This design comes from an exercise in tuning for small area, a short achievable clock period and few clock cycles per item on the open sky130 flow, not from production work.
Where RTL was checked, it was by simulation tests only, not by an equivalence proof against the original.
No activity file was given, so power comes from the tool's default toggle rates.

==> flow/design.v <==
module friction_interp (
    input  wire        clk,
    input  wire        rst,
    input  wire        start,
    input  wire [31:0] p,
    input  wire [31:0] pos_min,
    input  wire [31:0] span,
    input  wire        rotary,
    output wire        busy,
    output reg         done,
    output wire [31:0] term,
    output wire        mem_req,
    output wire [7:0]  mem_addr,
    input  wire [31:0] mem_rdata
);
    reg         idle, sub, lin, run;
    reg  [5:0]  cnt;           
    reg         divq;          
    reg         modq;          
    reg         alnq;          
    reg         firstq;        
    reg         hornq;         
    reg         qshq;          
    reg         idxq;          
    reg         selq;          
    reg         clampq;        
    reg  [31:0] s_reg;         
    reg         rot;
    reg         sgn;           
    reg         ovf;           
    reg  [31:0] rem;           
    reg  [31:0] a;             
    reg  [31:0] m;             
    reg  [47:0] acc;
    reg  [7:0]  addr;
    reg         busy_r;
    assign busy     = busy_r;
    assign mem_req  = busy_r;
    assign mem_addr = addr;
    assign term     = acc[47:16];
    wire        addm  = rem[31];                   
    wire [31:0] x1    = {rem[30:0], a[31]};
    wire [31:0] x2    = s_reg ^ {32{!addm}};
    wire        lo_z  = (x1[7:0] == 8'd0);
    wire        cin   = lin ? lo_z : !addm;
    wire [33:0] y_c   = {1'b0, x1, 1'b1} + {1'b0, x2, cin};
    wire [32:0] y     = y_c[33:1];
    wire        r_neg = x1[31] ^ x2[31] ^ y[32];    
    wire        ge    = !y[31];
    wire        qbit  = ge;
    wire [7:0]  neg_lo = ~x1[7:0] + 8'd1;
    reg  [31:0] s_top;         
    integer k;
    always @(*) begin
        s_top[31] = s_reg[31];
        for (k = 30; k >= 0; k = k - 1) s_top[k] = s_top[k+1] | s_reg[k];
    end
    wire [30:0] r_diff = rem[30:0] ^ {31{sgn}};      
    wire        wide   = |(r_diff & ~s_top[31:1]);
    wire        shr    = alnq & wide;
    wire [32:0] lo    = {1'b0, acc[30:0], a[23]} + {1'b0, m};
    wire [15:0] u2    = acc[46:31];
    wire [15:0] u2p   = u2 + 16'd1;
    wire [15:0] u2m   = u2 - 16'd1;
    wire [15:0] hi    = (lo[32] & !m[31]) ? u2p : (!lo[32] & m[31]) ? u2m : u2;
    wire [7:0]  idx   = a[7:0];
    wire [7:0]  inc   = idx + 8'd1;
    wire [7:0]  nxt   = (!rot && idx == 8'd255) ? 8'd255 : inc;
    wire        jump  = !rot & ovf & (cnt == 6'd27);
    wire        clamp = (lin & (sgn | ovf)) | (run & jump);
    wire        c_hi  = !(lin & sgn);
    wire [5:0]  cnt_d = jump ? 6'd3 : cnt - 6'd1;
    wire [5:0]  cnt_n = shr ? cnt + 6'd1 : cnt_d;
    always @(posedge clk) begin
        if (rst) begin
            idle <= 1'b1;
            sub  <= 1'b0;
            lin  <= 1'b0;
            run  <= 1'b0;
            done <= 1'b0;
            divq <= 1'b0;
            busy_r <= 1'b0;
        end else begin
            done <= 1'b0;
            if (idle) begin
                if (start) begin
                    idle <= 1'b0;
                    sub  <= 1'b1;
                    busy_r <= 1'b1;
                end
            end
            if (sub) begin
                sub  <= 1'b0;
                lin  <= !rot;
                run  <= rot;
                divq <= rot;
            end
            if (lin) begin
                lin  <= 1'b0;
                run  <= 1'b1;
                divq <= 1'b1;
            end
            if (run) begin
                divq <= (cnt_d >= 6'd4);
                if (cnt == 6'd1) begin
                    run  <= 1'b0;
                    idle <= 1'b1;
                    done <= 1'b1;
                    busy_r <= 1'b0;
                end
            end
        end
    end
    always @(posedge clk) begin
        if (sub) cnt <= 6'd28;
        else if (clamp) cnt <= 6'd3;
        else if (run) cnt <= cnt_n;
        if (sub) clampq <= 1'b0;
        else if (clamp) clampq <= 1'b1;
        alnq   <= sub ? rot : (run & alnq & wide);
        modq   <= sub ? rot : (run & rot & ((cnt_d >= 6'd28) | shr));
        qshq   <= sub | lin | (run & (cnt_d >= 6'd20));
        idxq   <= run & (cnt_d == 6'd20);
        selq   <= run & (cnt_d <= 6'd19) & (cnt_d >= 6'd4);
        firstq <= run & (cnt_d == 6'd17);
        hornq  <= run & (cnt_d <= 6'd16) & (cnt_d >= 6'd1);
    end
    always @(posedge clk) begin
        if (idle) begin
            s_reg <= pos_min;
            m     <= span;
            rot   <= rotary;
            a[31] <= p[0];
        end
        if (sub) begin
            sgn   <= r_neg;
            ovf   <= !rot & !r_neg & y[31];      
        end
        if (sub | lin) begin
            a     <= {y[0], (lin ? neg_lo : 8'd0), 23'd0} & {32{!(lin & sgn)}};
            s_reg <= (sub & !rot) ? {8'd0, y[31:8]} : {1'b0, m[30:0]};
        end
        if (idle)
            rem <= {1'b0, p[31:1]};
        else if (shr)
            rem <= {rem[31], rem[31:1]};
        else if (sub | lin)
            rem <= {sub & r_neg, y[31:1]} & {32{!(lin & sgn)}};
        else
            rem <= y[31:0];
        if (shr) begin
            a     <= {rem[0], a[31:1]};
        end else if (divq) begin
            if (qshq) a <= {a[30:0], modq ? 1'b0 : (qbit | ovf)};
            if (!rot && cnt == 6'd28) ovf <= ovf | ge;
        end
        if (run) m <= mem_rdata;
        if (clamp)
            addr <= {8{c_hi}};
        else if (clampq)
            addr <= addr;
        else if (idxq)
            addr <= {a[6:0], qbit | ovf};
        else if (selq)
            addr <= qbit ? nxt : idx;
        acc <= clampq ? {m, 16'd0} :
               firstq ? {{16{m[31]}}, m[31:16]} : {hi, lo[31:0]};
        if (firstq)
            a[23:8] <= m[15:0];
        else if (hornq)
            a[23:8] <= {a[22:8], 1'b0};
    end
endmodule
Settings: LEC_CHECK=0, CAP_MARGIN=20, CORE_MARGIN=2, CORE_UTILIZATION=68, CTS_CLUSTER_DIAMETER=100, CTS_CLUSTER_SIZE=24, SLEW_MARGIN=20; clock period 12.0 ns.
standard.sh (not shown) runs the stock make flow with config.mk's settings and CLKGATE_MAP_FILE= SYNTH_SCRIPT=/design/flow/synth_recipe.tcl, a recipe that flattens the netlist after the stock synthesis.
==> flow/flow/run.sh <==
#!/bin/bash
set -euo pipefail
bash standard.sh SETUP_SLACK_MARGIN=8.6 \
  'BUFFER_PORTS_ARGS=-buffer_cell sky130_fd_sc_hd__buf_1' finish > make_finish.log 2>&1
Testbench counts at the start, summed over its fixed seeds: cycles 111,305, lookups 4,096.
Rerun with:
CORE_UTILIZATION = 72   (was 68)
Result: The changed run completed with no timing, DRC or antenna violations. Clock skew came out lower by 0.026 ns. Maximum frequency came out higher by about 1.5%. Routed wire length is about the same. Sequential cell count is unchanged. Critical path depth came out higher by 2. Final cell count came out lower by 1.0%. Power came out lower by about 0.8%. Utilization came out higher by 4.7 points. Area after synthesis stays the same.

Another version of the RTL of friction_interp (not shown whole).
Size in the first run: about 1700 cells after synthesis, ~210 flip-flops, about 180 I/O pins.
clock: 12.0 ns
lec_check: 0
cap_margin: 20
core_margin: 2
core_utilization: 40
slew_margin: 20
==> flow/flow/run.sh <==
#!/bin/bash
set -euo pipefail
bash standard.sh SETUP_SLACK_MARGIN=8.3 finish > make_finish.log 2>&1
The starting point ran to the end with no violations.
Rerun with:
==> flow/run.sh (new file) <==
#!/bin/bash
# synth_recipe.tcl (not shown) runs the flow's synth.tcl, then flattens the netlist and writes it again
# the make line also repeats each setting of config.mk as NAME=value (left out here)
make -C /OpenROAD-flow-scripts/flow DESIGN_CONFIG=/design/flow/config.mk WORK_HOME=/design/flow/orfs CLKGATE_MAP_FILE= SYNTH_SCRIPT=/design/flow/synth_recipe.tcl finish
removed: flow/flow/run.sh
removed: flow/standard.sh
What happened:
- via count goes down by 1.3%
- power falls by 5.4%
- clock power is lower by 4.5%
- routed wire length shrinks by 4.8%
- sequential share of layout area is higher by 1.0 points
- setup slack got worse by 590 ps
- synthesized area does not change
- fmax fell by 13%
- clock skew rises by 3.3 ps
- global-route usage came out lower by 0.76 points
Function was not checked in any run of this note: the RTL went through the layout flow alone.

friction_interp, a different RTL version from the one above (not shown whole).
Size: roughly 14000 µm² of cells after synthesis.
==> flow/design.v (excerpt) <==
module friction_interp (
    input  wire        clk,
    input  wire        rst,
    input  wire        start,
    input  wire [31:0] p,
    input  wire [31:0] pos_min,
    input  wire [31:0] span,
    input  wire        rotary,
    output wire        busy,
    output reg         done,
    output wire [31:0] term,
    output wire        mem_req,
    output wire [7:0]  mem_addr,
    input  wire [31:0] mem_rdata
);
    reg         idle, sub, lin, run;
    reg  [5:0]  cnt;           
    reg         divq;          
    reg         modq;          
    reg         alnq;          
    reg         firstq;        
    reg         hornq;         
    reg         qshq;          
    reg         idxq;          
    reg         selq;          
    reg  [31:0] s_reg;         
    reg         rot;
    reg         sgn;           
    reg         ovf;           
    reg  [31:0] rem;           
    reg  [31:0] a;             
    reg  [31:0] m;             
    reg  [47:0] acc;
    reg  [7:0]  addr;
    reg         busy_r;
    assign busy     = busy_r;
    assign mem_req  = busy_r;
    assign mem_addr = addr;
    assign term     = acc[47:16];
    wire        addm  = rem[31];                   
    wire [31:0] x1    = {rem[30:0], a[31]};
    wire [31:0] x2    = s_reg ^ {32{!addm}};
    wire        lo_z  = (x1[7:0] == 8'd0);
    wire        cin   = lin ? lo_z : !addm;
    wire [33:0] y_c   = {1'b0, x1, 1'b1} + {1'b0, x2, cin};
    wire [32:0] y     = y_c[33:1];
    wire        r_neg = x1[31] ^ x2[31] ^ y[32];    
  ...
==> flow/config.mk <==
export PLATFORM = sky130hd
export DESIGN_NAME = friction_interp
export DESIGN_NICKNAME = friction_interp
export VERILOG_FILES = /design/flow/design.v
export SDC_FILE = /design/flow/constraint.sdc
export NUM_CORES = 4
export LEC_CHECK = 0
export CAP_MARGIN = 20
export CORE_MARGIN = 2
export CORE_UTILIZATION = 72
export CTS_CLUSTER_DIAMETER = 100
export CTS_CLUSTER_SIZE = 24
export SLEW_MARGIN = 20
==> flow/constraint.sdc <==
create_clock -name core_clock -period 12.0 [get_ports {clk}]
set_input_delay 2.4000 -clock core_clock [delete_from_list [all_inputs] [get_ports {clk}]]
set_output_delay 2.4000 -clock core_clock [all_outputs]
set_load 0.01 [all_outputs]
==> flow/flow/run.sh <==
#!/bin/bash
set -euo pipefail
bash standard.sh SETUP_SLACK_MARGIN=8.4 \
  'BUFFER_PORTS_ARGS=-buffer_cell sky130_fd_sc_hd__buf_1' finish > make_finish.log 2>&1
The baseline went through all stages and came out clean.
Testbench counts at the start, summed over its fixed seeds: cycles 124,973, lookups 4,096.
Then changed:
--- a/flow/flow/run.sh
+++ b/flow/flow/run.sh
@@ -3 +3 @@
-bash standard.sh SETUP_SLACK_MARGIN=8.4 \
+bash standard.sh SETUP_SLACK_MARGIN=8.7 \
Via count came out higher by 8.6%.
Wire length grows by 15%.
Setup slack loses 0.056 ns.
Then changed:
--- a/flow/flow/run.sh
+++ b/flow/flow/run.sh
@@ -3 +3 @@
-bash standard.sh SETUP_SLACK_MARGIN=8.7 \
+bash standard.sh SETUP_SLACK_MARGIN=8.5 \
What happened: Via count fell by 6.9%; synthesized area is unchanged; count of clock-buffer cells in the layout does not change; utilization fell by 5.8 points; sequential power stays flat; non-clock buffer count fell by 50.

==> afterwards: timing with drivers on the ports <==
The results above use ideal ports. As a check the final layouts listed here were re-extracted and re-timed, cells and wires unchanged.
Step 1: set_driving_cell puts a clkbuf_16 on clk and a buf_2 on each other input, an assumption about the parent block.
Step 2, shift: input delay + t, output delay - t, t = (earliest + latest rising clock arrival at the registers) / 2. This alone moves slack from input paths to output paths.
Slacks: no drivers / after step 1 / after step 2; pairs: no drivers / after step 1.
run | shift t [ns] | setup slack, ns | latest minus earliest clock arrival (ns) | worst register clock-pin slew, ns
the first run of note 1 | 0.532 | 8.514 / 8.514 / 8.514 | 0.043 / 0.043 | 0.11 / 0.11
the second run of note 1 | 0.526 | 8.565 / 8.565 / 8.565 | 0.018 / 0.017 | 0.11 / 0.11
the first run of note 2 | 0.605 | 8.108 / 8.056 / 8.254 | 0.012 / 0.012 | 0.06 / 0.06
the second run of note 2 | 0.604 | 7.521 / 7.521 / 7.521 | 0.013 / 0.014 | 0.06 / 0.06
the first run of note 3 | 0.524 | 8.458 / 8.420 / 8.458 | 0.021 / 0.021 | 0.10 / 0.10
the second run of note 3 | 0.523 | 8.402 / 8.402 / 8.402 | 0.024 / 0.024 | 0.11 / 0.11
the third run of note 3 | 0.528 | 8.343 / 8.343 / 8.343 | 0.025 / 0.025 | 0.11 / 0.11
After both steps every run listed still meets setup and hold.
